Background: an optimization exercise with open tools, aiming at small area and a short achievable clock period. Do not read the settings as production practice. Function was checked by simulation only, so behaviour that the tests miss may differ from the original. Power is estimated from default activity; no workload was simulated.

## flow/design.v (module list and top-level ports; edited modules follow where they fit)
// module intc_host_search: 713 lines
// module intc_host: 3500 lines
module intc_host (
    input             clk,
    input             rst,
    input      [255:0] src,
    input             bus_en,
    input             bus_we,
    input      [9:0]  bus_addr,
    input      [31:0] bus_wdata,
    output reg [31:0] bus_rdata,
    output     [1:0]  irq_n
);
  // ...
==> flow/flow/run.sh <==
#!/bin/bash
# Own layout flow: the standard layout (standard.sh) with two changes.
#  1. Synthesis maps the logic with an area-oriented ABC script
#     (flow/abc_area.script, used through ABC_AREA 1). Registers are mapped
#     before ABC runs, so they are the standard synthesis's.
#  2. Ports are buffered with sky130_fd_sc_hd__buf_2 cells instead of the
#     delay cells buffer_ports picks by default.
# Each step's output goes to its own log in this folder.
set -euo pipefail
here=$(pwd)
rm -rf "$here/scripts_abc"
cp -r "$FLOW_HOME/scripts" "$here/scripts_abc"
cp "$here/flow/abc_area.script" "$here/scripts_abc/abc_area.script"
SCRIPTS_DIR="$here/scripts_abc" bash standard.sh synth > "$here/synth.log" 2>&1
BUFFER_PORTS_ARGS="-buffer_cell sky130_fd_sc_hd__buf_2" bash standard.sh > "$here/layout.log" 2>&1
==> flow/flow/abc_area.script <==
strash; dch; amap; topo; dnsize -c
==> flow/standard.sh <==
#!/bin/bash
# synth_recipe.tcl (not shown) runs the flow's synth.tcl, then flattens the netlist and writes it again
# the make line also repeats each setting of config.mk as NAME=value (left out here)
make -C /OpenROAD-flow-scripts/flow DESIGN_CONFIG=/design/flow/config.mk WORK_HOME=/design/flow/orfs CLKGATE_MAP_FILE= SYNTH_SCRIPT=/design/flow/synth_recipe.tcl "${@:-finish}"
==> flow/config.mk <==
export PLATFORM = sky130hd
export DESIGN_NAME = intc_host
export DESIGN_NICKNAME = intc_host
export VERILOG_FILES = /design/flow/design.v
export SDC_FILE = /design/flow/constraint.sdc
export NUM_CORES = 8
export LEC_CHECK = 0
export ABC_AREA = 1
export CAP_MARGIN = 20
export CORE_MARGIN = 2
export CORE_UTILIZATION = 35
export CTS_BUF_LIST = sky130_fd_sc_hd__clkbuf_8
export PLACE_DENSITY = 0.5
export SLEW_MARGIN = 20
==> flow/constraint.sdc <==
create_clock -name core_clock -period 350.0 [get_ports {clk}]
set_input_delay 70.0000 -clock core_clock [delete_from_list [all_inputs] [get_ports {clk}]]
set_output_delay 70.0000 -clock core_clock [all_outputs]
set_load 0.01 [all_outputs]
==> impl_metrics.tcl, run 1 <==
set metrics [dict create \
    hold_ws_ps 471.2 \
    p_clk_frac 0.397 \
    so_faults "antenna rules, capacitance limit, slew limit" \
    post_cts_buffers 0 \
    buf_share 0.04096 \
    synth_top_family_by_area "compound AO/OA/AOI/OAI gates" \
    hold_path_class "flip-flop to flip-flop" \
    worstPathBufferInverterCount 8 \
    vias 133100 \
    rr_startpoint "s69_ha" \
    grt_pass1_vias 117800 \
    multi_input_gates 8339 \
    place_congestion 1.117 \
    yosys-top-cells-area "edfxtp_1, dfxtp_1, o21ai_0, fa_1, nor2_1" \
    avgSynthCellArea_um2 10.50 \
    synth_cells 12050 \
    slew_violations 2 \
    status "failed layout checks" \
    power.density_mw_per_mm2 4.920 \
    register_area_mm2 0.06941 \
    port_buffers 221 \
    tns_ps 0 \
    crit_required_ps 351100 \
    final_antenna_net_count 1 \
    diodes 246 \
    critPathKind "input pin to flip-flop" \
    cap_violations 1 \
    grt_usage 0.4981 \
    grt_use_met1 0.6123 \
    holdCritStartpoint "t1_pres_prio[1]" \
    antenna_found_initial 204 \
    p_comb_frac 0.112 \
    cp_top_family "compound AO/OA/AOI/OAI gates" \
    synth_cell_types 66 \
    largest_class "sequential cells" \
    peakVddDrop_mv 0.004237 \
    hold_path_end "t1_pres_prio[1]" \
    grt-ovfl-total 0 \
    cts_buffers 447 \
]
==> inputs of run 2 (changes only) <==
--- a/flow/design.v
+++ b/flow/design.v
@@ -3730,203 +3730,378 @@
     end
     assign pend[255] = s255_pend; assign en[255] = s255_en; assign ha[255] = s255_ha; assign hb[255] = s255_hb;
     assign prio[1020 +: 4] = s255_prio; assign vec[1275 +: 5] = s255_vec;
     wire [255:0] routed = pend & en & ha;
     wire [7:0] take_src0, take_src1;
     wire [7:0] rsel = bus_addr[8] ? bus_addr[7:0] : bus_addr[4] ? take_src1 : take_src0;
     wire [15:0] rs_hi = 16'd1 << rsel[7:4];
     wire [15:0] rs_lo = 16'd1 << rsel[3:0];
-    wire [10:0] rs_g0 = ({11{rs_lo[0]}} & {vec[0 +: 5], prio[0 +: 4], ha[0], hb[0]}) |
-                       ({11{rs_lo[1]}} & {vec[5 +: 5], prio[4 +: 4], ha[1], hb[1]}) |
-                       ({11{rs_lo[2]}} & {vec[10 +: 5], prio[8 +: 4], ha[2], hb[2]}) |
-                       ({11{rs_lo[3]}} & {vec[15 +: 5], prio[12 +: 4], ha[3], hb[3]}) |
-                       ({11{rs_lo[4]}} & {vec[20 +: 5], prio[16 +: 4], ha[4], hb[4]}) |
-                       ({11{rs_lo[5]}} & {vec[25 +: 5], prio[20 +: 4], ha[5], hb[5]}) |
-                       ({11{rs_lo[6]}} & {vec[30 +: 5], prio[24 +: 4], ha[6], hb[6]}) |
-                       ({11{rs_lo[7]}} & {vec[35 +: 5], prio[28 +: 4], ha[7], hb[7]}) |
-                       ({11{rs_lo[8]}} & {vec[40 +: 5], prio[32 +: 4], ha[8], hb[8]}) |
-                       ({11{rs_lo[9]}} & {vec[45 +: 5], prio[36 +: 4], ha[9], hb[9]}) |
-                       ({11{rs_lo[10]}} & {vec[50 +: 5], prio[40 +: 4], ha[10], hb[10]}) |
-                       ({11{rs_lo[11]}} & {vec[55 +: 5], prio[44 +: 4], ha[11], hb[11]}) |
-                       ({11{rs_lo[12]}} & {vec[60 +: 5], prio[48 +: 4], ha[12], hb[12]}) |
-                       ({11{rs_lo[13]}} & {vec[65 +: 5], prio[52 +: 4], ha[13], hb[13]}) |
-                       ({11{rs_lo[14]}} & {vec[70 +: 5], prio[56 +: 4], ha[14], hb[14]}) |
-                       ({11{rs_lo[15]}} & {vec[75 +: 5], prio[60 +: 4], ha[15], hb[15]});
-    wire [10:0] rs_g1 = ({11{rs_lo[0]}} & {vec[80 +: 5], prio[64 +: 4], ha[16], hb[16]}) |
-                       ({11{rs_lo[1]}} & {vec[85 +: 5], prio[68 +: 4], ha[17], hb[17]}) |
-                       ({11{rs_lo[2]}} & {vec[90 +: 5], prio[72 +: 4], ha[18], hb[18]}) |
-                       ({11{rs_lo[3]}} & {vec[95 +: 5], prio[76 +: 4], ha[19], hb[19]}) |
-                       ({11{rs_lo[4]}} & {vec[100 +: 5], prio[80 +: 4], ha[20], hb[20]}) |
-                       ({11{rs_lo[5]}} & {vec[105 +: 5], prio[84 +: 4], ha[21], hb[21]}) |
-                       ({11{rs_lo[6]}} & {vec[110 +: 5], prio[88 +: 4], ha[22], hb[22]}) |
-                       ({11{rs_lo[7]}} & {vec[115 +: 5], prio[92 +: 4], ha[23], hb[23]}) |
-                       ({11{rs_lo[8]}} & {vec[120 +: 5], prio[96 +: 4], ha[24], hb[24]});
-    wire [10:0] rs_g2 = ({11{rs_lo[0]}} & {vec[160 +: 5], prio[128 +: 4], ha[32], hb[32]}) |
-                       ({11{rs_lo[1]}} & {vec[165 +: 5], prio[132 +: 4], ha[33], hb[33]}) |
-                       ({11{rs_lo[2]}} & {vec[170 +: 5], prio[136 +: 4], ha[34], hb[34]}) |
-                       ({11{rs_lo[3]}} & {vec[175 +: 5], prio[140 +: 4], ha[35], hb[35]}) |
-                       ({11{rs_lo[4]}} & {vec[180 +: 5], prio[144 +: 4], ha[36], hb[36]}) |
-                       ({11{rs_lo[5]}} & {vec[185 +: 5], prio[148 +: 4], ha[37], hb[37]}) |
-                       ({11{rs_lo[6]}} & {vec[190 +: 5], prio[152 +: 4], ha[38], hb[38]}) |
-                       ({11{rs_lo[7]}} & {vec[195 +: 5], prio[156 +: 4], ha[39], hb[39]}) |
-                       ({11{rs_lo[8]}} & {vec[200 +: 5], prio[160 +: 4], ha[40], hb[40]}) |
-                       ({11{rs_lo[9]}} & {vec[205 +: 5], prio[164 +: 4], ha[41], hb[41]}) |
-                       ({11{rs_lo[10]}} & {vec[210 +: 5], prio[168 +: 4], ha[42], hb[42]}) |
-                       ({11{rs_lo[11]}} & {vec[215 +: 5], prio[172 +: 4], ha[43], hb[43]}) |
-                       ({11{rs_lo[12]}} & {vec[220 +: 5], prio[176 +: 4], ha[44], hb[44]}) |
-                       ({11{rs_lo[13]}} & {vec[225 +: 5], prio[180 +: 4], ha[45], hb[45]}) |
-                       ({11{rs_lo[14]}} & {vec[230 +: 5], prio[184 +: 4], ha[46], hb[46]}) |
-                       ({11{rs_lo[15]}} & {vec[235 +: 5], prio[188 +: 4], ha[47], hb[47]});
-    wire [10:0] rs_g3 = ({11{rs_lo[0]}} & {vec[240 +: 5], prio[192 +: 4], ha[48], hb[48]}) |
-                       ({11{rs_lo[1]}} & {vec[245 +: 5], prio[196 +: 4], ha[49], hb[49]}) |
-                       ({11{rs_lo[2]}} & {vec[250 +: 5], prio[200 +: 4], ha[50], hb[50]}) |
-                       ({11{rs_lo[3]}} & {vec[255 +: 5], prio[204 +: 4], ha[51], hb[51]}) |
-                       ({11{rs_lo[4]}} & {vec[260 +: 5], prio[208 +: 4], ha[52], hb[52]}) |
-                       ({11{rs_lo[5]}} & {vec[265 +: 5], prio[212 +: 4], ha[53], hb[53]}) |
-                       ({11{rs_lo[6]}} & {vec[270 +: 5], prio[216 +: 4], ha[54], hb[54]}) |
-                       ({11{rs_lo[7]}} & {vec[275 +: 5], prio[220 +: 4], ha[55], hb[55]}) |
-                       ({11{rs_lo[8]}} & {vec[280 +: 5], prio[224 +: 4], ha[56], hb[56]}) |
-                       ({11{rs_lo[9]}} & {vec[285 +: 5], prio[228 +: 4], ha[57], hb[57]}) |
-                       ({11{rs_lo[10]}} & {vec[290 +: 5], prio[232 +: 4], ha[58], hb[58]}) |
-                       ({11{rs_lo[11]}} & {vec[295 +: 5], prio[236 +: 4], ha[59], hb[59]}) |
-                       ({11{rs_lo[12]}} & {vec[300 +: 5], prio[240 +: 4], ha[60], hb[60]}) |
-                       ({11{rs_lo[13]}} & {vec[305 +: 5], prio[244 +: 4], ha[61], hb[61]}) |
-                       ({11{rs_lo[14]}} & {vec[310 +: 5], prio[248 +: 4], ha[62], hb[62]}) |
-                       ({11{rs_lo[15]}} & {vec[315 +: 5], prio[252 +: 4], ha[63], hb[63]});
-    wire [10:0] rs_g4 = ({11{rs_lo[0]}} & {vec[320 +: 5], prio[256 +: 4], ha[64], hb[64]}) |
-                       ({11{rs_lo[1]}} & {vec[325 +: 5], prio[260 +: 4], ha[65], hb[65]}) |
-                       ({11{rs_lo[2]}} & {vec[330 +: 5], prio[264 +: 4], ha[66], hb[66]}) |
-                       ({11{rs_lo[3]}} & {vec[335 +: 5], prio[268 +: 4], ha[67], hb[67]}) |
-                       ({11{rs_lo[4]}} & {vec[340 +: 5], prio[272 +: 4], ha[68], hb[68]}) |
-                       ({11{rs_lo[5]}} & {vec[345 +: 5], prio[276 +: 4], ha[69], hb[69]}) |
-                       ({11{rs_lo[6]}} & {vec[350 +: 5], prio[280 +: 4], ha[70], hb[70]}) |
-                       ({11{rs_lo[7]}} & {vec[355 +: 5], prio[284 +: 4], ha[71], hb[71]}) |
-                       ({11{rs_lo[8]}} & {vec[360 +: 5], prio[288 +: 4], ha[72], hb[72]}) |
-                       ({11{rs_lo[9]}} & {vec[365 +: 5], prio[292 +: 4], ha[73], hb[73]}) |
-                       ({11{rs_lo[10]}} & {vec[370 +: 5], prio[296 +: 4], ha[74], hb[74]}) |
-                       ({11{rs_lo[11]}} & {vec[375 +: 5], prio[300 +: 4], ha[75], hb[75]}) |
-                       ({11{rs_lo[12]}} & {vec[380 +: 5], prio[304 +: 4], ha[76], hb[76]}) |
-                       ({11{rs_lo[13]}} & {vec[385 +: 5], prio[308 +: 4], ha[77], hb[77]}) |
-                       ({11{rs_lo[14]}} & {vec[390 +: 5], prio[312 +: 4], ha[78], hb[78]}) |
-                       ({11{rs_lo[15]}} & {vec[395 +: 5], prio[316 +: 4], ha[79], hb[79]});
-    wire [10:0] rs_g5 = ({11{rs_lo[0]}} & {vec[400 +: 5], prio[320 +: 4], ha[80], hb[80]}) |
-                       ({11{rs_lo[1]}} & {vec[405 +: 5], prio[324 +: 4], ha[81], hb[81]}) |
-                       ({11{rs_lo[2]}} & {vec[410 +: 5], prio[328 +: 4], ha[82], hb[82]}) |
-                       ({11{rs_lo[3]}} & {vec[415 +: 5], prio[332 +: 4], ha[83], hb[83]}) |
-                       ({11{rs_lo[4]}} & {vec[420 +: 5], prio[336 +: 4], ha[84], hb[84]}) |
-                       ({11{rs_lo[5]}} & {vec[425 +: 5], prio[340 +: 4], ha[85], hb[85]}) |
-                       ({11{rs_lo[6]}} & {vec[430 +: 5], prio[344 +: 4], ha[86], hb[86]}) |
-                       ({11{rs_lo[7]}} & {vec[435 +: 5], prio[348 +: 4], ha[87], hb[87]}) |
-                       ({11{rs_lo[8]}} & {vec[440 +: 5], prio[352 +: 4], ha[88], hb[88]}) |
-                       ({11{rs_lo[9]}} & {vec[445 +: 5], prio[356 +: 4], ha[89], hb[89]}) |
-                       ({11{rs_lo[10]}} & {vec[450 +: 5], prio[360 +: 4], ha[90], hb[90]}) |
-                       ({11{rs_lo[11]}} & {vec[455 +: 5], prio[364 +: 4], ha[91], hb[91]}) |
-                       ({11{rs_lo[12]}} & {vec[460 +: 5], prio[368 +: 4], ha[92], hb[92]}) |
-                       ({11{rs_lo[13]}} & {vec[465 +: 5], prio[372 +: 4], ha[93], hb[93]}) |
-                       ({11{rs_lo[14]}} & {vec[470 +: 5], prio[376 +: 4], ha[94], hb[94]}) |
-                       ({11{rs_lo[15]}} & {vec[475 +: 5], prio[380 +: 4], ha[95], hb[95]});
-    wire [10:0] rs_g6 = ({11{rs_lo[0]}} & {vec[480 +: 5], prio[384 +: 4], ha[96], hb[96]}) |
-                       ({11{rs_lo[1]}} & {vec[485 +: 5], prio[388 +: 4], ha[97], hb[97]}) |
-                       ({11{rs_lo[2]}} & {vec[490 +: 5], prio[392 +: 4], ha[98], hb[98]}) |
-                       ({11{rs_lo[3]}} & {vec[495 +: 5], prio[396 +: 4], ha[99], hb[99]}) |
-                       ({11{rs_lo[4]}} & {vec[500 +: 5], prio[400 +: 4], ha[100], hb[100]}) |
-                       ({11{rs_lo[5]}} & {vec[505 +: 5], prio[404 +: 4], ha[101], hb[101]}) |
-                       ({11{rs_lo[6]}} & {vec[510 +: 5], prio[408 +: 4], ha[102], hb[102]}) |
-                       ({11{rs_lo[7]}} & {vec[515 +: 5], prio[412 +: 4], ha[103], hb[103]}) |
-                       ({11{rs_lo[8]}} & {vec[520 +: 5], prio[416 +: 4], ha[104], hb[104]}) |
-                       ({11{rs_lo[9]}} & {vec[525 +: 5], prio[420 +: 4], ha[105], hb[105]}) |
-                       ({11{rs_lo[10]}} & {vec[530 +: 5], prio[424 +: 4], ha[106], hb[106]});
-    wire [10:0] rs_g7 = ({11{rs_lo[0]}} & {vec[560 +: 5], prio[448 +: 4], ha[112], hb[112]}) |
-                       ({11{rs_lo[1]}} & {vec[565 +: 5], prio[452 +: 4], ha[113], hb[113]}) |
-                       ({11{rs_lo[2]}} & {vec[570 +: 5], prio[456 +: 4], ha[114], hb[114]}) |
-                       ({11{rs_lo[4]}} & {vec[580 +: 5], prio[464 +: 4], ha[116], hb[116]}) |
-                       ({11{rs_lo[5]}} & {vec[585 +: 5], prio[468 +: 4], ha[117], hb[117]}) |
-                       ({11{rs_lo[6]}} & {vec[590 +: 5], prio[472 +: 4], ha[118], hb[118]}) |
-                       ({11{rs_lo[7]}} & {vec[595 +: 5], prio[476 +: 4], ha[119], hb[119]}) |
-                       ({11{rs_lo[8]}} & {vec[600 +: 5], prio[480 +: 4], ha[120], hb[120]}) |
-                       ({11{rs_lo[9]}} & {vec[605 +: 5], prio[484 +: 4], ha[121], hb[121]}) |
-                       ({11{rs_lo[10]}} & {vec[610 +: 5], prio[488 +: 4], ha[122], hb[122]}) |
-                       ({11{rs_lo[11]}} & {vec[615 +: 5], prio[492 +: 4], ha[123], hb[123]}) |
-                       ({11{rs_lo[12]}} & {vec[620 +: 5], prio[496 +: 4], ha[124], hb[124]});
-    wire [10:0] rs_g8 = ({11{rs_lo[0]}} & {vec[640 +: 5], prio[512 +: 4], ha[128], hb[128]}) |
-                       ({11{rs_lo[1]}} & {vec[645 +: 5], prio[516 +: 4], ha[129], hb[129]}) |
-                       ({11{rs_lo[2]}} & {vec[650 +: 5], prio[520 +: 4], ha[130], hb[130]}) |
-                       ({11{rs_lo[4]}} & {vec[660 +: 5], prio[528 +: 4], ha[132], hb[132]}) |
-                       ({11{rs_lo[5]}} & {vec[665 +: 5], prio[532 +: 4], ha[133], hb[133]}) |
-                       ({11{rs_lo[6]}} & {vec[670 +: 5], prio[536 +: 4], ha[134], hb[134]}) |
-                       ({11{rs_lo[7]}} & {vec[675 +: 5], prio[540 +: 4], ha[135], hb[135]}) |
-                       ({11{rs_lo[8]}} & {vec[680 +: 5], prio[544 +: 4], ha[136], hb[136]}) |
-                       ({11{rs_lo[9]}} & {vec[685 +: 5], prio[548 +: 4], ha[137], hb[137]}) |
-                       ({11{rs_lo[10]}} & {vec[690 +: 5], prio[552 +: 4], ha[138], hb[138]}) |
-                       ({11{rs_lo[11]}} & {vec[695 +: 5], prio[556 +: 4], ha[139], hb[139]}) |
-                       ({11{rs_lo[12]}} & {vec[700 +: 5], prio[560 +: 4], ha[140], hb[140]}) |
-                       ({11{rs_lo[13]}} & {vec[705 +: 5], prio[564 +: 4], ha[141], hb[141]}) |
-                       ({11{rs_lo[14]}} & {vec[710 +: 5], prio[568 +: 4], ha[142], hb[142]}) |
-                       ({11{rs_lo[15]}} & {vec[715 +: 5], prio[572 +: 4], ha[143], hb[143]});
-    wire [10:0] rs_g9 = ({11{rs_lo[0]}} & {vec[720 +: 5], prio[576 +: 4], ha[144], hb[144]}) |
-                       ({11{rs_lo[1]}} & {vec[725 +: 5], prio[580 +: 4], ha[145], hb[145]}) |
-                       ({11{rs_lo[2]}} & {vec[730 +: 5], prio[584 +: 4], ha[146], hb[146]}) |
-                       ({11{rs_lo[3]}} & {vec[735 +: 5], prio[588 +: 4], ha[147], hb[147]}) |
-                       ({11{rs_lo[4]}} & {vec[740 +: 5], prio[592 +: 4], ha[148], hb[148]}) |
-                       ({11{rs_lo[5]}} & {vec[745 +: 5], prio[596 +: 4], ha[149], hb[149]}) |
-                       ({11{rs_lo[6]}} & {vec[750 +: 5], prio[600 +: 4], ha[150], hb[150]}) |
-                       ({11{rs_lo[8]}} & {vec[760 +: 5], prio[608 +: 4], ha[152], hb[152]}) |
-                       ({11{rs_lo[9]}} & {vec[765 +: 5], prio[612 +: 4], ha[153], hb[153]}) |
-                       ({11{rs_lo[10]}} & {vec[770 +: 5], prio[616 +: 4], ha[154], hb[154]});
-    wire [10:0] rs_g10 = ({11{rs_lo[0]}} & {vec[800 +: 5], prio[640 +: 4], ha[160], hb[160]}) |
-                       ({11{rs_lo[1]}} & {vec[805 +: 5], prio[644 +: 4], ha[161], hb[161]}) |
-                       ({11{rs_lo[2]}} & {vec[810 +: 5], prio[648 +: 4], ha[162], hb[162]}) |
-                       ({11{rs_lo[3]}} & {vec[815 +: 5], prio[652 +: 4], ha[163], hb[163]}) |
-                       ({11{rs_lo[8]}} & {vec[840 +: 5], prio[672 +: 4], ha[168], hb[168]});
-    wire [10:0] rs_g14 = ({11{rs_lo[0]}} & {vec[1120 +: 5], prio[896 +: 4], ha[224], hb[224]}) |
-                       ({11{rs_lo[1]}} & {vec[1125 +: 5], prio[900 +: 4], ha[225], hb[225]}) |
-                       ({11{rs_lo[2]}} & {vec[1130 +: 5], prio[904 +: 4], ha[226], hb[226]}) |
-                       ({11{rs_lo[3]}} & {vec[1135 +: 5], prio[908 +: 4], ha[227], hb[227]}) |
-                       ({11{rs_lo[4]}} & {vec[1140 +: 5], prio[912 +: 4], ha[228], hb[228]}) |
-                       ({11{rs_lo[5]}} & {vec[1145 +: 5], prio[916 +: 4], ha[229], hb[229]}) |
-                       ({11{rs_lo[6]}} & {vec[1150 +: 5], prio[920 +: 4], ha[230], hb[230]}) |
-                       ({11{rs_lo[7]}} & {vec[1155 +: 5], prio[924 +: 4], ha[231], hb[231]}) |
-                       ({11{rs_lo[8]}} & {vec[1160 +: 5], prio[928 +: 4], ha[232], hb[232]}) |
-                       ({11{rs_lo[9]}} & {vec[1165 +: 5], prio[932 +: 4], ha[233], hb[233]}) |
-                       ({11{rs_lo[10]}} & {vec[1170 +: 5], prio[936 +: 4], ha[234], hb[234]}) |
-                       ({11{rs_lo[11]}} & {vec[1175 +: 5], prio[940 +: 4], ha[235], hb[235]}) |
-                       ({11{rs_lo[12]}} & {vec[1180 +: 5], prio[944 +: 4], ha[236], hb[236]}) |
-                       ({11{rs_lo[13]}} & {vec[1185 +: 5], prio[948 +: 4], ha[237], hb[237]}) |
-                       ({11{rs_lo[14]}} & {vec[1190 +: 5], prio[952 +: 4], ha[238], hb[238]}) |
-                       ({11{rs_lo[15]}} & {vec[1195 +: 5], prio[956 +: 4], ha[239], hb[239]});
-    wire [10:0] rs_g15 = ({11{rs_lo[0]}} & {vec[1200 +: 5], prio[960 +: 4], ha[240], hb[240]}) |
-                       ({11{rs_lo[1]}} & {vec[1205 +: 5], prio[964 +: 4], ha[241], hb[241]}) |
-                       ({11{rs_lo[2]}} & {vec[1210 +: 5], prio[968 +: 4], ha[242], hb[242]}) |
-                       ({11{rs_lo[3]}} & {vec[1215 +: 5], prio[972 +: 4], ha[243], hb[243]}) |
-                       ({11{rs_lo[4]}} & {vec[1220 +: 5], prio[976 +: 4], ha[244], hb[244]}) |
-                       ({11{rs_lo[5]}} & {vec[1225 +: 5], prio[980 +: 4], ha[245], hb[245]}) |
-                       ({11{rs_lo[6]}} & {vec[1230 +: 5], prio[984 +: 4], ha[246], hb[246]}) |
-                       ({11{rs_lo[7]}} & {vec[1235 +: 5], prio[988 +: 4], ha[247], hb[247]}) |
-                       ({11{rs_lo[8]}} & {vec[1240 +: 5], prio[992 +: 4], ha[248], hb[248]}) |
-                       ({11{rs_lo[9]}} & {vec[1245 +: 5], prio[996 +: 4], ha[249], hb[249]}) |
-                       ({11{rs_lo[10]}} & {vec[1250 +: 5], prio[1000 +: 4], ha[250], hb[250]}) |
-                       ({11{rs_lo[11]}} & {vec[1255 +: 5], prio[1004 +: 4], ha[251], hb[251]}) |
-                       ({11{rs_lo[12]}} & {vec[1260 +: 5], prio[1008 +: 4], ha[252], hb[252]}) |
-                       ({11{rs_lo[13]}} & {vec[1265 +: 5], prio[1012 +: 4], ha[253], hb[253]}) |
-                       ({11{rs_lo[14]}} & {vec[1270 +: 5], prio[1016 +: 4], ha[254], hb[254]}) |
-                       ({11{rs_lo[15]}} & {vec[1275 +: 5], prio[1020 +: 4], ha[255], hb[255]});
-    wire [10:0] rs_q = ({11{rs_hi[0]}} & rs_g0) |
-                     ({11{rs_hi[1]}} & rs_g1) |
-                     ({11{rs_hi[2]}} & rs_g2) |
-                     ({11{rs_hi[3]}} & rs_g3) |
-                     ({11{rs_hi[4]}} & rs_g4) |
-                     ({11{rs_hi[5]}} & rs_g5) |
-                     ({11{rs_hi[6]}} & rs_g6) |
-                     ({11{rs_hi[7]}} & rs_g7) |
-                     ({11{rs_hi[8]}} & rs_g8) |
-                     ({11{rs_hi[9]}} & rs_g9) |
-                     ({11{rs_hi[10]}} & rs_g10) |
-                     ({11{rs_hi[14]}} & rs_g14) |
-                     ({11{rs_hi[15]}} & rs_g15);
+    wire [255:0] rs_s;
+    assign rs_s[0] = rs_hi[0] & rs_lo[0];
+    assign rs_s[1] = rs_hi[0] & rs_lo[1];
+    assign rs_s[2] = rs_hi[0] & rs_lo[2];
+    assign rs_s[3] = rs_hi[0] & rs_lo[3];
+    assign rs_s[4] = rs_hi[0] & rs_lo[4];
+    assign rs_s[5] = rs_hi[0] & rs_lo[5];
+    assign rs_s[6] = rs_hi[0] & rs_lo[6];
+    assign rs_s[7] = rs_hi[0] & rs_lo[7];
+    assign rs_s[8] = rs_hi[0] & rs_lo[8];
+    assign rs_s[9] = rs_hi[0] & rs_lo[9];
+    assign rs_s[10] = rs_hi[0] & rs_lo[10];
+    assign rs_s[11] = rs_hi[0] & rs_lo[11];
+    assign rs_s[12] = rs_hi[0] & rs_lo[12];
+    assign rs_s[13] = rs_hi[0] & rs_lo[13];
+    assign rs_s[14] = rs_hi[0] & rs_lo[14];
+    assign rs_s[15] = rs_hi[0] & rs_lo[15];
+    assign rs_s[16] = rs_hi[1] & rs_lo[0];
+    assign rs_s[17] = rs_hi[1] & rs_lo[1];
+    assign rs_s[18] = rs_hi[1] & rs_lo[2];
+    assign rs_s[19] = rs_hi[1] & rs_lo[3];
+    assign rs_s[20] = rs_hi[1] & rs_lo[4];
+    assign rs_s[21] = rs_hi[1] & rs_lo[5];
+    assign rs_s[22] = rs_hi[1] & rs_lo[6];
+    assign rs_s[23] = rs_hi[1] & rs_lo[7];
+    assign rs_s[24] = rs_hi[1] & rs_lo[8];
+    assign rs_s[32] = rs_hi[2] & rs_lo[0];
+    assign rs_s[33] = rs_hi[2] & rs_lo[1];
+    assign rs_s[34] = rs_hi[2] & rs_lo[2];
+    assign rs_s[35] = rs_hi[2] & rs_lo[3];
+    assign rs_s[36] = rs_hi[2] & rs_lo[4];
+    assign rs_s[37] = rs_hi[2] & rs_lo[5];
+    assign rs_s[38] = rs_hi[2] & rs_lo[6];
+    assign rs_s[39] = rs_hi[2] & rs_lo[7];
+    assign rs_s[40] = rs_hi[2] & rs_lo[8];
+    assign rs_s[41] = rs_hi[2] & rs_lo[9];
+    assign rs_s[42] = rs_hi[2] & rs_lo[10];
+    assign rs_s[43] = rs_hi[2] & rs_lo[11];
+    assign rs_s[44] = rs_hi[2] & rs_lo[12];
+    assign rs_s[45] = rs_hi[2] & rs_lo[13];
+    assign rs_s[46] = rs_hi[2] & rs_lo[14];
+    assign rs_s[47] = rs_hi[2] & rs_lo[15];
+    assign rs_s[48] = rs_hi[3] & rs_lo[0];
+    assign rs_s[49] = rs_hi[3] & rs_lo[1];
+    assign rs_s[50] = rs_hi[3] & rs_lo[2];
+    assign rs_s[51] = rs_hi[3] & rs_lo[3];
+    assign rs_s[52] = rs_hi[3] & rs_lo[4];
+    assign rs_s[53] = rs_hi[3] & rs_lo[5];
+    assign rs_s[54] = rs_hi[3] & rs_lo[6];
+    assign rs_s[55] = rs_hi[3] & rs_lo[7];
+    assign rs_s[56] = rs_hi[3] & rs_lo[8];
+    assign rs_s[57] = rs_hi[3] & rs_lo[9];
+    assign rs_s[58] = rs_hi[3] & rs_lo[10];
+    assign rs_s[59] = rs_hi[3] & rs_lo[11];
+    assign rs_s[60] = rs_hi[3] & rs_lo[12];
+    assign rs_s[61] = rs_hi[3] & rs_lo[13];
+    assign rs_s[62] = rs_hi[3] & rs_lo[14];
+    assign rs_s[63] = rs_hi[3] & rs_lo[15];
+    assign rs_s[64] = rs_hi[4] & rs_lo[0];
+    assign rs_s[65] = rs_hi[4] & rs_lo[1];
+    assign rs_s[66] = rs_hi[4] & rs_lo[2];
+    assign rs_s[67] = rs_hi[4] & rs_lo[3];
+    assign rs_s[68] = rs_hi[4] & rs_lo[4];
+    assign rs_s[69] = rs_hi[4] & rs_lo[5];
+    assign rs_s[70] = rs_hi[4] & rs_lo[6];
+    assign rs_s[71] = rs_hi[4] & rs_lo[7];
+    assign rs_s[72] = rs_hi[4] & rs_lo[8];
+    assign rs_s[73] = rs_hi[4] & rs_lo[9];
+    assign rs_s[74] = rs_hi[4] & rs_lo[10];
+    assign rs_s[75] = rs_hi[4] & rs_lo[11];
+    assign rs_s[76] = rs_hi[4] & rs_lo[12];
+    assign rs_s[77] = rs_hi[4] & rs_lo[13];
+    assign rs_s[78] = rs_hi[4] & rs_lo[14];
+    assign rs_s[79] = rs_hi[4] & rs_lo[15];
+    assign rs_s[80] = rs_hi[5] & rs_lo[0];
+    assign rs_s[81] = rs_hi[5] & rs_lo[1];
+    assign rs_s[82] = rs_hi[5] & rs_lo[2];
+    assign rs_s[83] = rs_hi[5] & rs_lo[3];
+    assign rs_s[84] = rs_hi[5] & rs_lo[4];
+    assign rs_s[85] = rs_hi[5] & rs_lo[5];
+    assign rs_s[86] = rs_hi[5] & rs_lo[6];
+    assign rs_s[87] = rs_hi[5] & rs_lo[7];
+    assign rs_s[88] = rs_hi[5] & rs_lo[8];
+    assign rs_s[89] = rs_hi[5] & rs_lo[9];
+    assign rs_s[90] = rs_hi[5] & rs_lo[10];
+    assign rs_s[91] = rs_hi[5] & rs_lo[11];
+    assign rs_s[92] = rs_hi[5] & rs_lo[12];
+    assign rs_s[93] = rs_hi[5] & rs_lo[13];
+    assign rs_s[94] = rs_hi[5] & rs_lo[14];
+    assign rs_s[95] = rs_hi[5] & rs_lo[15];
+    assign rs_s[96] = rs_hi[6] & rs_lo[0];
+    assign rs_s[97] = rs_hi[6] & rs_lo[1];
+    assign rs_s[98] = rs_hi[6] & rs_lo[2];
+    assign rs_s[99] = rs_hi[6] & rs_lo[3];
+    assign rs_s[100] = rs_hi[6] & rs_lo[4];
+    assign rs_s[101] = rs_hi[6] & rs_lo[5];
+    assign rs_s[102] = rs_hi[6] & rs_lo[6];
+    assign rs_s[103] = rs_hi[6] & rs_lo[7];
+    assign rs_s[104] = rs_hi[6] & rs_lo[8];
+    assign rs_s[105] = rs_hi[6] & rs_lo[9];
+    assign rs_s[106] = rs_hi[6] & rs_lo[10];
+    assign rs_s[112] = rs_hi[7] & rs_lo[0];
+    assign rs_s[113] = rs_hi[7] & rs_lo[1];
+    assign rs_s[114] = rs_hi[7] & rs_lo[2];
+    assign rs_s[116] = rs_hi[7] & rs_lo[4];
+    assign rs_s[117] = rs_hi[7] & rs_lo[5];
+    assign rs_s[118] = rs_hi[7] & rs_lo[6];
+    assign rs_s[119] = rs_hi[7] & rs_lo[7];
+    assign rs_s[120] = rs_hi[7] & rs_lo[8];
+    assign rs_s[121] = rs_hi[7] & rs_lo[9];
+    assign rs_s[122] = rs_hi[7] & rs_lo[10];
+    assign rs_s[123] = rs_hi[7] & rs_lo[11];
+    assign rs_s[124] = rs_hi[7] & rs_lo[12];
+    assign rs_s[128] = rs_hi[8] & rs_lo[0];
+    assign rs_s[129] = rs_hi[8] & rs_lo[1];
+    assign rs_s[130] = rs_hi[8] & rs_lo[2];
+    assign rs_s[132] = rs_hi[8] & rs_lo[4];
+    assign rs_s[133] = rs_hi[8] & rs_lo[5];
+    assign rs_s[134] = rs_hi[8] & rs_lo[6];
+    assign rs_s[135] = rs_hi[8] & rs_lo[7];
+    assign rs_s[136] = rs_hi[8] & rs_lo[8];
+    assign rs_s[137] = rs_hi[8] & rs_lo[9];
+    assign rs_s[138] = rs_hi[8] & rs_lo[10];
+    assign rs_s[139] = rs_hi[8] & rs_lo[11];
+    assign rs_s[140] = rs_hi[8] & rs_lo[12];
+    assign rs_s[141] = rs_hi[8] & rs_lo[13];
+    assign rs_s[142] = rs_hi[8] & rs_lo[14];
+    assign rs_s[143] = rs_hi[8] & rs_lo[15];
+    assign rs_s[144] = rs_hi[9] & rs_lo[0];
+    assign rs_s[145] = rs_hi[9] & rs_lo[1];
+    assign rs_s[146] = rs_hi[9] & rs_lo[2];
+    assign rs_s[147] = rs_hi[9] & rs_lo[3];
+    assign rs_s[148] = rs_hi[9] & rs_lo[4];
+    assign rs_s[149] = rs_hi[9] & rs_lo[5];
+    assign rs_s[150] = rs_hi[9] & rs_lo[6];
+    assign rs_s[152] = rs_hi[9] & rs_lo[8];
+    assign rs_s[153] = rs_hi[9] & rs_lo[9];
+    assign rs_s[154] = rs_hi[9] & rs_lo[10];
+    assign rs_s[160] = rs_hi[10] & rs_lo[0];
+    assign rs_s[161] = rs_hi[10] & rs_lo[1];
+    assign rs_s[162] = rs_hi[10] & rs_lo[2];
+    assign rs_s[163] = rs_hi[10] & rs_lo[3];
+    assign rs_s[168] = rs_hi[10] & rs_lo[8];
+    assign rs_s[224] = rs_hi[14] & rs_lo[0];
+    assign rs_s[225] = rs_hi[14] & rs_lo[1];
+    assign rs_s[226] = rs_hi[14] & rs_lo[2];
+    assign rs_s[227] = rs_hi[14] & rs_lo[3];
+    assign rs_s[228] = rs_hi[14] & rs_lo[4];
+    assign rs_s[229] = rs_hi[14] & rs_lo[5];
+    assign rs_s[230] = rs_hi[14] & rs_lo[6];
+    assign rs_s[231] = rs_hi[14] & rs_lo[7];
+    assign rs_s[232] = rs_hi[14] & rs_lo[8];
+    assign rs_s[233] = rs_hi[14] & rs_lo[9];
+    assign rs_s[234] = rs_hi[14] & rs_lo[10];
+    assign rs_s[235] = rs_hi[14] & rs_lo[11];
+    assign rs_s[236] = rs_hi[14] & rs_lo[12];
+    assign rs_s[237] = rs_hi[14] & rs_lo[13];
+    assign rs_s[238] = rs_hi[14] & rs_lo[14];
+    assign rs_s[239] = rs_hi[14] & rs_lo[15];
+    assign rs_s[240] = rs_hi[15] & rs_lo[0];
+    assign rs_s[241] = rs_hi[15] & rs_lo[1];
+    assign rs_s[242] = rs_hi[15] & rs_lo[2];
+    assign rs_s[243] = rs_hi[15] & rs_lo[3];
+    assign rs_s[244] = rs_hi[15] & rs_lo[4];
+    assign rs_s[245] = rs_hi[15] & rs_lo[5];
+    assign rs_s[246] = rs_hi[15] & rs_lo[6];
+    assign rs_s[247] = rs_hi[15] & rs_lo[7];
+    assign rs_s[248] = rs_hi[15] & rs_lo[8];
+    assign rs_s[249] = rs_hi[15] & rs_lo[9];
+    assign rs_s[250] = rs_hi[15] & rs_lo[10];
+    assign rs_s[251] = rs_hi[15] & rs_lo[11];
+    assign rs_s[252] = rs_hi[15] & rs_lo[12];
+    assign rs_s[253] = rs_hi[15] & rs_lo[13];
+    assign rs_s[254] = rs_hi[15] & rs_lo[14];
+    assign rs_s[255] = rs_hi[15] & rs_lo[15];
+    wire [10:0] rs_g0 = ({11{rs_s[0]}} & {vec[0 +: 5], prio[0 +: 4], ha[0], hb[0]}) |
+                       ({11{rs_s[1]}} & {vec[5 +: 5], prio[4 +: 4], ha[1], hb[1]}) |
+                       ({11{rs_s[2]}} & {vec[10 +: 5], prio[8 +: 4], ha[2], hb[2]}) |
+                       ({11{rs_s[3]}} & {vec[15 +: 5], prio[12 +: 4], ha[3], hb[3]}) |
+                       ({11{rs_s[4]}} & {vec[20 +: 5], prio[16 +: 4], ha[4], hb[4]}) |
+                       ({11{rs_s[5]}} & {vec[25 +: 5], prio[20 +: 4], ha[5], hb[5]}) |
+                       ({11{rs_s[6]}} & {vec[30 +: 5], prio[24 +: 4], ha[6], hb[6]}) |
+                       ({11{rs_s[7]}} & {vec[35 +: 5], prio[28 +: 4], ha[7], hb[7]}) |
+                       ({11{rs_s[8]}} & {vec[40 +: 5], prio[32 +: 4], ha[8], hb[8]}) |
+                       ({11{rs_s[9]}} & {vec[45 +: 5], prio[36 +: 4], ha[9], hb[9]}) |
+                       ({11{rs_s[10]}} & {vec[50 +: 5], prio[40 +: 4], ha[10], hb[10]}) |
+                       ({11{rs_s[11]}} & {vec[55 +: 5], prio[44 +: 4], ha[11], hb[11]}) |
+                       ({11{rs_s[12]}} & {vec[60 +: 5], prio[48 +: 4], ha[12], hb[12]}) |
+                       ({11{rs_s[13]}} & {vec[65 +: 5], prio[52 +: 4], ha[13], hb[13]}) |
+                       ({11{rs_s[14]}} & {vec[70 +: 5], prio[56 +: 4], ha[14], hb[14]}) |
+                       ({11{rs_s[15]}} & {vec[75 +: 5], prio[60 +: 4], ha[15], hb[15]});
+    wire [10:0] rs_g1 = ({11{rs_s[16]}} & {vec[80 +: 5], prio[64 +: 4], ha[16], hb[16]}) |
+                       ({11{rs_s[17]}} & {vec[85 +: 5], prio[68 +: 4], ha[17], hb[17]}) |
+                       ({11{rs_s[18]}} & {vec[90 +: 5], prio[72 +: 4], ha[18], hb[18]}) |
+                       ({11{rs_s[19]}} & {vec[95 +: 5], prio[76 +: 4], ha[19], hb[19]}) |
+                       ({11{rs_s[20]}} & {vec[100 +: 5], prio[80 +: 4], ha[20], hb[20]}) |
+                       ({11{rs_s[21]}} & {vec[105 +: 5], prio[84 +: 4], ha[21], hb[21]}) |
+                       ({11{rs_s[22]}} & {vec[110 +: 5], prio[88 +: 4], ha[22], hb[22]}) |
+                       ({11{rs_s[23]}} & {vec[115 +: 5], prio[92 +: 4], ha[23], hb[23]}) |
+                       ({11{rs_s[24]}} & {vec[120 +: 5], prio[96 +: 4], ha[24], hb[24]});
+    wire [10:0] rs_g2 = ({11{rs_s[32]}} & {vec[160 +: 5], prio[128 +: 4], ha[32], hb[32]}) |
+                       ({11{rs_s[33]}} & {vec[165 +: 5], prio[132 +: 4], ha[33], hb[33]}) |
+                       ({11{rs_s[34]}} & {vec[170 +: 5], prio[136 +: 4], ha[34], hb[34]}) |
+                       ({11{rs_s[35]}} & {vec[175 +: 5], prio[140 +: 4], ha[35], hb[35]}) |
+                       ({11{rs_s[36]}} & {vec[180 +: 5], prio[144 +: 4], ha[36], hb[36]}) |
+                       ({11{rs_s[37]}} & {vec[185 +: 5], prio[148 +: 4], ha[37], hb[37]}) |
+                       ({11{rs_s[38]}} & {vec[190 +: 5], prio[152 +: 4], ha[38], hb[38]}) |
+                       ({11{rs_s[39]}} & {vec[195 +: 5], prio[156 +: 4], ha[39], hb[39]}) |
+                       ({11{rs_s[40]}} & {vec[200 +: 5], prio[160 +: 4], ha[40], hb[40]}) |
+                       ({11{rs_s[41]}} & {vec[205 +: 5], prio[164 +: 4], ha[41], hb[41]}) |
+                       ({11{rs_s[42]}} & {vec[210 +: 5], prio[168 +: 4], ha[42], hb[42]}) |
+                       ({11{rs_s[43]}} & {vec[215 +: 5], prio[172 +: 4], ha[43], hb[43]}) |
+                       ({11{rs_s[44]}} & {vec[220 +: 5], prio[176 +: 4], ha[44], hb[44]}) |
+                       ({11{rs_s[45]}} & {vec[225 +: 5], prio[180 +: 4], ha[45], hb[45]}) |
+                       ({11{rs_s[46]}} & {vec[230 +: 5], prio[184 +: 4], ha[46], hb[46]}) |
+                       ({11{rs_s[47]}} & {vec[235 +: 5], prio[188 +: 4], ha[47], hb[47]});
+    wire [10:0] rs_g3 = ({11{rs_s[48]}} & {vec[240 +: 5], prio[192 +: 4], ha[48], hb[48]}) |
+                       ({11{rs_s[49]}} & {vec[245 +: 5], prio[196 +: 4], ha[49], hb[49]}) |
+                       ({11{rs_s[50]}} & {vec[250 +: 5], prio[200 +: 4], ha[50], hb[50]}) |
+                       ({11{rs_s[51]}} & {vec[255 +: 5], prio[204 +: 4], ha[51], hb[51]}) |
+                       ({11{rs_s[52]}} & {vec[260 +: 5], prio[208 +: 4], ha[52], hb[52]}) |
+                       ({11{rs_s[53]}} & {vec[265 +: 5], prio[212 +: 4], ha[53], hb[53]}) |
+                       ({11{rs_s[54]}} & {vec[270 +: 5], prio[216 +: 4], ha[54], hb[54]}) |
+                       ({11{rs_s[55]}} & {vec[275 +: 5], prio[220 +: 4], ha[55], hb[55]}) |
+                       ({11{rs_s[56]}} & {vec[280 +: 5], prio[224 +: 4], ha[56], hb[56]}) |
+                       ({11{rs_s[57]}} & {vec[285 +: 5], prio[228 +: 4], ha[57], hb[57]}) |
+                       ({11{rs_s[58]}} & {vec[290 +: 5], prio[232 +: 4], ha[58], hb[58]}) |
+                       ({11{rs_s[59]}} & {vec[295 +: 5], prio[236 +: 4], ha[59], hb[59]}) |
+                       ({11{rs_s[60]}} & {vec[300 +: 5], prio[240 +: 4], ha[60], hb[60]}) |
+                       ({11{rs_s[61]}} & {vec[305 +: 5], prio[244 +: 4], ha[61], hb[61]}) |
+                       ({11{rs_s[62]}} & {vec[310 +: 5], prio[248 +: 4], ha[62], hb[62]}) |
+                       ({11{rs_s[63]}} & {vec[315 +: 5], prio[252 +: 4], ha[63], hb[63]});
+    wire [10:0] rs_g4 = ({11{rs_s[64]}} & {vec[320 +: 5], prio[256 +: 4], ha[64], hb[64]}) |
+                       ({11{rs_s[65]}} & {vec[325 +: 5], prio[260 +: 4], ha[65], hb[65]}) |
+                       ({11{rs_s[66]}} & {vec[330 +: 5], prio[264 +: 4], ha[66], hb[66]}) |
+                       ({11{rs_s[67]}} & {vec[335 +: 5], prio[268 +: 4], ha[67], hb[67]}) |
+                       ({11{rs_s[68]}} & {vec[340 +: 5], prio[272 +: 4], ha[68], hb[68]}) |
+                       ({11{rs_s[69]}} & {vec[345 +: 5], prio[276 +: 4], ha[69], hb[69]}) |
+                       ({11{rs_s[70]}} & {vec[350 +: 5], prio[280 +: 4], ha[70], hb[70]}) |
+                       ({11{rs_s[71]}} & {vec[355 +: 5], prio[284 +: 4], ha[71], hb[71]}) |
+                       ({11{rs_s[72]}} & {vec[360 +: 5], prio[288 +: 4], ha[72], hb[72]}) |
+                       ({11{rs_s[73]}} & {vec[365 +: 5], prio[292 +: 4], ha[73], hb[73]}) |
+                       ({11{rs_s[74]}} & {vec[370 +: 5], prio[296 +: 4], ha[74], hb[74]}) |
+                       ({11{rs_s[75]}} & {vec[375 +: 5], prio[300 +: 4], ha[75], hb[75]}) |
+                       ({11{rs_s[76]}} & {vec[380 +: 5], prio[304 +: 4], ha[76], hb[76]}) |
+                       ({11{rs_s[77]}} & {vec[385 +: 5], prio[308 +: 4], ha[77], hb[77]}) |
+                       ({11{rs_s[78]}} & {vec[390 +: 5], prio[312 +: 4], ha[78], hb[78]}) |
+                       ({11{rs_s[79]}} & {vec[395 +: 5], prio[316 +: 4], ha[79], hb[79]});
+    wire [10:0] rs_g5 = ({11{rs_s[80]}} & {vec[400 +: 5], prio[320 +: 4], ha[80], hb[80]}) |
+                       ({11{rs_s[81]}} & {vec[405 +: 5], prio[324 +: 4], ha[81], hb[81]}) |
+                       ({11{rs_s[82]}} & {vec[410 +: 5], prio[328 +: 4], ha[82], hb[82]}) |
+                       ({11{rs_s[83]}} & {vec[415 +: 5], prio[332 +: 4], ha[83], hb[83]}) |
+                       ({11{rs_s[84]}} & {vec[420 +: 5], prio[336 +: 4], ha[84], hb[84]}) |
+                       ({11{rs_s[85]}} & {vec[425 +: 5], prio[340 +: 4], ha[85], hb[85]}) |
+                       ({11{rs_s[86]}} & {vec[430 +: 5], prio[344 +: 4], ha[86], hb[86]}) |
+                       ({11{rs_s[87]}} & {vec[435 +: 5], prio[348 +: 4], ha[87], hb[87]}) |
+                       ({11{rs_s[88]}} & {vec[440 +: 5], prio[352 +: 4], ha[88], hb[88]}) |
+                       ({11{rs_s[89]}} & {vec[445 +: 5], prio[356 +: 4], ha[89], hb[89]}) |
+                       ({11{rs_s[90]}} & {vec[450 +: 5], prio[360 +: 4], ha[90], hb[90]}) |
+                       ({11{rs_s[91]}} & {vec[455 +: 5], prio[364 +: 4], ha[91], hb[91]}) |
+                       ({11{rs_s[92]}} & {vec[460 +: 5], prio[368 +: 4], ha[92], hb[92]}) |
+                       ({11{rs_s[93]}} & {vec[465 +: 5], prio[372 +: 4], ha[93], hb[93]}) |
+                       ({11{rs_s[94]}} & {vec[470 +: 5], prio[376 +: 4], ha[94], hb[94]}) |
+                       ({11{rs_s[95]}} & {vec[475 +: 5], prio[380 +: 4], ha[95], hb[95]});
+    wire [10:0] rs_g6 = ({11{rs_s[96]}} & {vec[480 +: 5], prio[384 +: 4], ha[96], hb[96]}) |
+                       ({11{rs_s[97]}} & {vec[485 +: 5], prio[388 +: 4], ha[97], hb[97]}) |
+                       ({11{rs_s[98]}} & {vec[490 +: 5], prio[392 +: 4], ha[98], hb[98]}) |
+                       ({11{rs_s[99]}} & {vec[495 +: 5], prio[396 +: 4], ha[99], hb[99]}) |
+                       ({11{rs_s[100]}} & {vec[500 +: 5], prio[400 +: 4], ha[100], hb[100]}) |
+                       ({11{rs_s[101]}} & {vec[505 +: 5], prio[404 +: 4], ha[101], hb[101]}) |
+                       ({11{rs_s[102]}} & {vec[510 +: 5], prio[408 +: 4], ha[102], hb[102]}) |
+                       ({11{rs_s[103]}} & {vec[515 +: 5], prio[412 +: 4], ha[103], hb[103]}) |
+                       ({11{rs_s[104]}} & {vec[520 +: 5], prio[416 +: 4], ha[104], hb[104]}) |
+                       ({11{rs_s[105]}} & {vec[525 +: 5], prio[420 +: 4], ha[105], hb[105]}) |
+                       ({11{rs_s[106]}} & {vec[530 +: 5], prio[424 +: 4], ha[106], hb[106]});
+    wire [10:0] rs_g7 = ({11{rs_s[112]}} & {vec[560 +: 5], prio[448 +: 4], ha[112], hb[112]}) |
+                       ({11{rs_s[113]}} & {vec[565 +: 5], prio[452 +: 4], ha[113], hb[113]}) |
+                       ({11{rs_s[114]}} & {vec[570 +: 5], prio[456 +: 4], ha[114], hb[114]}) |
+                       ({11{rs_s[116]}} & {vec[580 +: 5], prio[464 +: 4], ha[116], hb[116]}) |
+                       ({11{rs_s[117]}} & {vec[585 +: 5], prio[468 +: 4], ha[117], hb[117]}) |
+                       ({11{rs_s[118]}} & {vec[590 +: 5], prio[472 +: 4], ha[118], hb[118]}) |
+                       ({11{rs_s[119]}} & {vec[595 +: 5], prio[476 +: 4], ha[119], hb[119]}) |
+                       ({11{rs_s[120]}} & {vec[600 +: 5], prio[480 +: 4], ha[120], hb[120]}) |
+                       ({11{rs_s[121]}} & {vec[605 +: 5], prio[484 +: 4], ha[121], hb[121]}) |
+                       ({11{rs_s[122]}} & {vec[610 +: 5], prio[488 +: 4], ha[122], hb[122]}) |
+                       ({11{rs_s[123]}} & {vec[615 +: 5], prio[492 +: 4], ha[123], hb[123]}) |
+                       ({11{rs_s[124]}} & {vec[620 +: 5], prio[496 +: 4], ha[124], hb[124]});
+    wire [10:0] rs_g8 = ({11{rs_s[128]}} & {vec[640 +: 5], prio[512 +: 4], ha[128], hb[128]}) |
+                       ({11{rs_s[129]}} & {vec[645 +: 5], prio[516 +: 4], ha[129], hb[129]}) |
+                       ({11{rs_s[130]}} & {vec[650 +: 5], prio[520 +: 4], ha[130], hb[130]}) |
+                       ({11{rs_s[132]}} & {vec[660 +: 5], prio[528 +: 4], ha[132], hb[132]}) |
+                       ({11{rs_s[133]}} & {vec[665 +: 5], prio[532 +: 4], ha[133], hb[133]}) |
+                       ({11{rs_s[134]}} & {vec[670 +: 5], prio[536 +: 4], ha[134], hb[134]}) |
+                       ({11{rs_s[135]}} & {vec[675 +: 5], prio[540 +: 4], ha[135], hb[135]}) |
+                       ({11{rs_s[136]}} & {vec[680 +: 5], prio[544 +: 4], ha[136], hb[136]}) |
+                       ({11{rs_s[137]}} & {vec[685 +: 5], prio[548 +: 4], ha[137], hb[137]}) |
+                       ({11{rs_s[138]}} & {vec[690 +: 5], prio[552 +: 4], ha[138], hb[138]}) |
+                       ({11{rs_s[139]}} & {vec[695 +: 5], prio[556 +: 4], ha[139], hb[139]}) |
+                       ({11{rs_s[140]}} & {vec[700 +: 5], prio[560 +: 4], ha[140], hb[140]}) |
+                       ({11{rs_s[141]}} & {vec[705 +: 5], prio[564 +: 4], ha[141], hb[141]}) |
+                       ({11{rs_s[142]}} & {vec[710 +: 5], prio[568 +: 4], ha[142], hb[142]}) |
+                       ({11{rs_s[143]}} & {vec[715 +: 5], prio[572 +: 4], ha[143], hb[143]});
+    wire [10:0] rs_g9 = ({11{rs_s[144]}} & {vec[720 +: 5], prio[576 +: 4], ha[144], hb[144]}) |
+                       ({11{rs_s[145]}} & {vec[725 +: 5], prio[580 +: 4], ha[145], hb[145]}) |
+                       ({11{rs_s[146]}} & {vec[730 +: 5], prio[584 +: 4], ha[146], hb[146]}) |
+                       ({11{rs_s[147]}} & {vec[735 +: 5], prio[588 +: 4], ha[147], hb[147]}) |
+                       ({11{rs_s[148]}} & {vec[740 +: 5], prio[592 +: 4], ha[148], hb[148]}) |
+                       ({11{rs_s[149]}} & {vec[745 +: 5], prio[596 +: 4], ha[149], hb[149]}) |
+                       ({11{rs_s[150]}} & {vec[750 +: 5], prio[600 +: 4], ha[150], hb[150]}) |
+                       ({11{rs_s[152]}} & {vec[760 +: 5], prio[608 +: 4], ha[152], hb[152]}) |
+                       ({11{rs_s[153]}} & {vec[765 +: 5], prio[612 +: 4], ha[153], hb[153]}) |
+                       ({11{rs_s[154]}} & {vec[770 +: 5], prio[616 +: 4], ha[154], hb[154]});
+    wire [10:0] rs_g10 = ({11{rs_s[160]}} & {vec[800 +: 5], prio[640 +: 4], ha[160], hb[160]}) |
+                       ({11{rs_s[161]}} & {vec[805 +: 5], prio[644 +: 4], ha[161], hb[161]}) |
+                       ({11{rs_s[162]}} & {vec[810 +: 5], prio[648 +: 4], ha[162], hb[162]}) |
+                       ({11{rs_s[163]}} & {vec[815 +: 5], prio[652 +: 4], ha[163], hb[163]}) |
+                       ({11{rs_s[168]}} & {vec[840 +: 5], prio[672 +: 4], ha[168], hb[168]});
+    wire [10:0] rs_g14 = ({11{rs_s[224]}} & {vec[1120 +: 5], prio[896 +: 4], ha[224], hb[224]}) |
+                       ({11{rs_s[225]}} & {vec[1125 +: 5], prio[900 +: 4], ha[225], hb[225]}) |
+                       ({11{rs_s[226]}} & {vec[1130 +: 5], prio[904 +: 4], ha[226], hb[226]}) |
+                       ({11{rs_s[227]}} & {vec[1135 +: 5], prio[908 +: 4], ha[227], hb[227]}) |
+                       ({11{rs_s[228]}} & {vec[1140 +: 5], prio[912 +: 4], ha[228], hb[228]}) |
+                       ({11{rs_s[229]}} & {vec[1145 +: 5], prio[916 +: 4], ha[229], hb[229]}) |
+                       ({11{rs_s[230]}} & {vec[1150 +: 5], prio[920 +: 4], ha[230], hb[230]}) |
+                       ({11{rs_s[231]}} & {vec[1155 +: 5], prio[924 +: 4], ha[231], hb[231]}) |
+                       ({11{rs_s[232]}} & {vec[1160 +: 5], prio[928 +: 4], ha[232], hb[232]}) |
+                       ({11{rs_s[233]}} & {vec[1165 +: 5], prio[932 +: 4], ha[233], hb[233]}) |
+                       ({11{rs_s[234]}} & {vec[1170 +: 5], prio[936 +: 4], ha[234], hb[234]}) |
+                       ({11{rs_s[235]}} & {vec[1175 +: 5], prio[940 +: 4], ha[235], hb[235]}) |
+                       ({11{rs_s[236]}} & {vec[1180 +: 5], prio[944 +: 4], ha[236], hb[236]}) |
+                       ({11{rs_s[237]}} & {vec[1185 +: 5], prio[948 +: 4], ha[237], hb[237]}) |
+                       ({11{rs_s[238]}} & {vec[1190 +: 5], prio[952 +: 4], ha[238], hb[238]}) |
+                       ({11{rs_s[239]}} & {vec[1195 +: 5], prio[956 +: 4], ha[239], hb[239]});
+    wire [10:0] rs_g15 = ({11{rs_s[240]}} & {vec[1200 +: 5], prio[960 +: 4], ha[240], hb[240]}) |
+                       ({11{rs_s[241]}} & {vec[1205 +: 5], prio[964 +: 4], ha[241], hb[241]}) |
+                       ({11{rs_s[242]}} & {vec[1210 +: 5], prio[968 +: 4], ha[242], hb[242]}) |
+                       ({11{rs_s[243]}} & {vec[1215 +: 5], prio[972 +: 4], ha[243], hb[243]}) |
+                       ({11{rs_s[244]}} & {vec[1220 +: 5], prio[976 +: 4], ha[244], hb[244]}) |
+                       ({11{rs_s[245]}} & {vec[1225 +: 5], prio[980 +: 4], ha[245], hb[245]}) |
+                       ({11{rs_s[246]}} & {vec[1230 +: 5], prio[984 +: 4], ha[246], hb[246]}) |
+                       ({11{rs_s[247]}} & {vec[1235 +: 5], prio[988 +: 4], ha[247], hb[247]}) |
+                       ({11{rs_s[248]}} & {vec[1240 +: 5], prio[992 +: 4], ha[248], hb[248]}) |
+                       ({11{rs_s[249]}} & {vec[1245 +: 5], prio[996 +: 4], ha[249], hb[249]}) |
+                       ({11{rs_s[250]}} & {vec[1250 +: 5], prio[1000 +: 4], ha[250], hb[250]}) |
+                       ({11{rs_s[251]}} & {vec[1255 +: 5], prio[1004 +: 4], ha[251], hb[251]}) |
+                       ({11{rs_s[252]}} & {vec[1260 +: 5], prio[1008 +: 4], ha[252], hb[252]}) |
+                       ({11{rs_s[253]}} & {vec[1265 +: 5], prio[1012 +: 4], ha[253], hb[253]}) |
+                       ({11{rs_s[254]}} & {vec[1270 +: 5], prio[1016 +: 4], ha[254], hb[254]}) |
+                       ({11{rs_s[255]}} & {vec[1275 +: 5], prio[1020 +: 4], ha[255], hb[255]});
+    wire [10:0] rs_q = rs_g0 |
+                     rs_g1 |
+                     rs_g2 |
+                     rs_g3 |
+                     rs_g4 |
+                     rs_g5 |
+                     rs_g6 |
+                     rs_g7 |
+                     rs_g8 |
+                     rs_g9 |
+                     rs_g10 |
+                     rs_g14 |
+                     rs_g15;
     wire [4:0] sel_vec  = rs_q[10:6];
     wire [3:0] sel_prio = rs_q[5:2];
     wire       sel_ha   = rs_q[1];
     wire       sel_hb   = rs_q[0];
     wire [1:0]  presented_w;
     wire [31:0] tgt_rdata0, tgt_rdata1;
     wire [255:0] t0_e = routed & ~hb;
     wire [3:0] t0_maxp;
==> run 2 against run 1 <==
The layout fails its checks (capacitance limit, slew limit); core utilization shrank 0.11 points; largest power group unchanged; synthesized area grew 0.86%; register-to-register slack lost 3700 ps; critical path depth shrank 7; power shrank 2.0%; flip-flop and latch count is the same; sequential share of layout area shrank 0.30 points; largest cell class unchanged; routed wire length shrank 1.3%; worst setup slack lost 2600 ps; worst hold slack lost 7.1 ps; die area grew 0.85%.
==> impl_metrics.tcl, run 2 <==
set metrics [dict create \
    hold_path_depth 2 \
    setup_viol 0 \
    initial_core_util 0.3518 \
    setup_ws_ps 267590 \
    final.min_clock_period_ps 82410 \
    status "failed layout checks" \
    p_comb_frac 0.094 \
    cts_buffer_depth 4 \
    post_cts_buffers 0 \
    final_antenna_net_count 0 \
    cts-resized-gates 0 \
    cap_violations 2 \
    cp-end-kind "flip-flop" \
    netlist_area_mm2 0.1276 \
    cts_hold_buf 0 \
    tightest_slew_ps 1489 \
    firstDrtPassIters 10 \
    drcViolationCount 0 \
    synth_cell_types 64 \
    place_area_mm2 0.1407 \
    worst-path-max-fanout 22 \
    place_congestion 1.131 \
    synth_commonest_cells "edfxtp_1, o21ai_0, nor2_1" \
    ff2ff_path_depth 89 \
    io_pins 336 \
    synth_edf_count 1914 \
    cts_tree "done" \
    yosysSeqAreaShare 0.5439 \
    slowest_stage "a2111oi_0" \
    clk_pin_slew_ps 60 \
    slew_headroom -0.003038 \
    swShare 0.3028 \
    nets 14350 \
    max_freq_mhz 12.13 \
    vias 132500 \
    grt-ovfl-total 0 \
    finish.instance_area_mm2 0.1505 \
    rr_startpoint "s94_ha" \
    tns_ps 0 \
    grt_pass1_wl_um 1179000 \
    finalWirelength_um 930300 \
    drt-initial-drc-count 25570 \
    path_common_cell "buf_4" \
    intPower_w 0.0005026 \
    synth_most_common_cell "edfxtp_1" \
    core-area_mm2 0.3628 \
    htree_levels 5 \
    fin_crit_sh 0.2354 \
    wl_per_cell_um 48.96 \
    port_buffers 221 \
    syn_to_final_growth_pct 17.94 \
    cts-root-buf "clkbuf_8" \
    yosysTopAreaCell "edfxtp_1" \
    synth_top_area_frac 0.4504 \
    hold_path_end "t1_pres_prio[2]" \
    grt_max_degree 92 \
    p_clk_frac 0.402 \
    async_flop_share 0 \
    synth_seq_cells 2510 \
    hold_ws_ps 464.2 \
    final_cell_mix "edfxtp_1, o21ai_0, clkinv_1" \
    synth_cells 12350 \
    grt_usage 0.4848 \
    synth_nets 13030 \
    rows 221 \
    grt_pass1_vias 118400 \
    r2r_slack_ps 310590 \
    hpwl_um 735700 \
    hold_path_class "flip-flop to flip-flop" \
    die_area_mm2 0.3695 \
    yosys-top-cells-area "edfxtp_1, dfxtp_1, o21ai_0, fa_1, nor2_1" \
    drive_above_1_share 0.1241 \
    postLayoutCoreUtil 0.4149 \
    cp.arrival_ps 83450 \
    regToRegEndpoint "bus_rdata[5]" \
    yosysWarnings 1 \
    reg_top3 "bus_rdata: 32 flops, t0_count_r: 32 flops, t1_count_r: 32 flops" \
    so_faults "capacitance limit, slew limit" \
    finalHoldViolations 0 \
    clock_sinks 2510 \
    synthFlopType "edfxtp_1" \
    crit_required_ps 351050 \
    power.density_mw_per_mm2 4.790 \
    holdCritStartpoint "t1_pres_prio[2]" \
    fin_skew_ps 114.7 \
    fp.dieW_um 607.8 \
    slew_violations 1 \
    pre_cts_ws_ps 267090 \
    die_h_um 607.8 \
    critPathKind "input pin to flip-flop" \
    clock_latency_ps 1270 \
    peakVddDrop_mv 0.003914 \
    slowest_delay_ps 890 \
    final_common_cell "edfxtp_1" \
    avgSynthCellArea_um2 10.34 \
    p_leak_nw 48.52 \
    p_switching_w 0.0002183 \
    cts_buffers 451 \
    rsz0062_at_grt "no" \
    start_kind "input pin" \
    antenna_found_initial 203 \
    viasPerCell 6.972 \
    power_frac_seq 0.504 \
]
## run 2: final cells by class
type / instances / area, µm²
Multi-Input combinational cell: 8360 / 54000
Antenna cell: 163 / 407.9
Tap cell: 4794 / 5998
Clock inverter: 351 / 2409
Clock buffer: 481 / 6620
Fill cell: 35760 / 212300
Inverter: 1465 / 5529
Sequential cell: 2510 / 69410
Timing Repair Buffer: 876 / 6146
## run 2: worst max path at each step
stage	slack, ps	endpoint	start
floorplan	273510	bus_rdata[16]	bus_addr[4]
global placement	267040	bus_rdata[13]	bus_addr[3]
detailed placement	267090	bus_rdata[13]	bus_addr[3]
CTS	268290	bus_rdata[13]	bus_addr[3]
global route	268080	bus_rdata[5]	bus_addr[3]
finish	267590	bus_rdata[5]	bus_addr[3]
## run 2: per-stage QoR
step                total power (W)  std cells
floorplan                 0.0003815      12350
global placement          0.0004287      17980
detailed placement        0.0004299      17990
CTS                       0.0007139      18820
global route              0.0007306      18870
finish                    0.0007210      19000
## run 2: kinds of logic after synthesis
kind of cell,Yosys count,share of synthesized area
AOI/OAI and AO/OA,4801,0.2443
xor gates and xnor gates,4,0.0002746
and+or+nand+nor,3175,0.1113
DFF,2510,0.5439
adders and majority gates,380,0.05679
buffers and inverters,1478,0.04347
## run 2: per-layer routing
layer / global-route usage / wire length (µm) / part of all wire
met2: 0.6781 / 372200 / 0.40
met5: 0 / 659 / 0.00071
met3: 0.1893 / 125300 / 0.13
met1: 0.5866 / 336700 / 0.36
met4: 0.4007 / 95420 / 0.10
## run 2: power by group through the flow
stage	sequential, W	combinational [W]	clock [W]
final	0.000363	0.0000675	0.000290
after global routing	0.000364	0.0000658	0.000301
after CTS	0.000362	0.0000625	0.000290
after detailed placement	0.000368	0.0000623	0
after global placement	0.000367	0.0000617	0
after floorplan	0.000359	0.0000221	0
## run 2: worst max-delay path, delay by kind of cell
family                 cells  cell delay, ps
AO/OA/AOI/OAI             16            7690
AND/OR/NAND/NOR           10            2780
buffers and inverters      8            2890

## static timing again, ports no longer ideal
In the flow no input, the clock included, has a driving cell. The finished layouts below were timed again as built, in two steps. Step 1, drivers: a clkbuf_16 drives clk and a buf_2 each remaining input, both assumed. Step 2 also shifts input and output timing later by t, the mid clock arrival at the registers, as if the neighbouring blocks saw the same clock. Slacks: ideal ports / drivers / drivers and shift; pairs: ideal ports / drivers.
run | t (ns) | setup WS [ns] | worst hold slack (ns) | worst register clock-pin slew, ns
run 1 | 1.349 | 270.149 / 270.156 / 268.806 | 0.471 / 0.471 / 0.471 | 0.08 / 0.08
run 2 | 1.330 | 267.593 / 267.572 / 266.242 | 0.464 / 0.464 / 0.464 | 0.08 / 0.08
The setup slack of run 2, which loses most, moves by -0.021 ns with the drivers and by -1.351 ns with both steps.
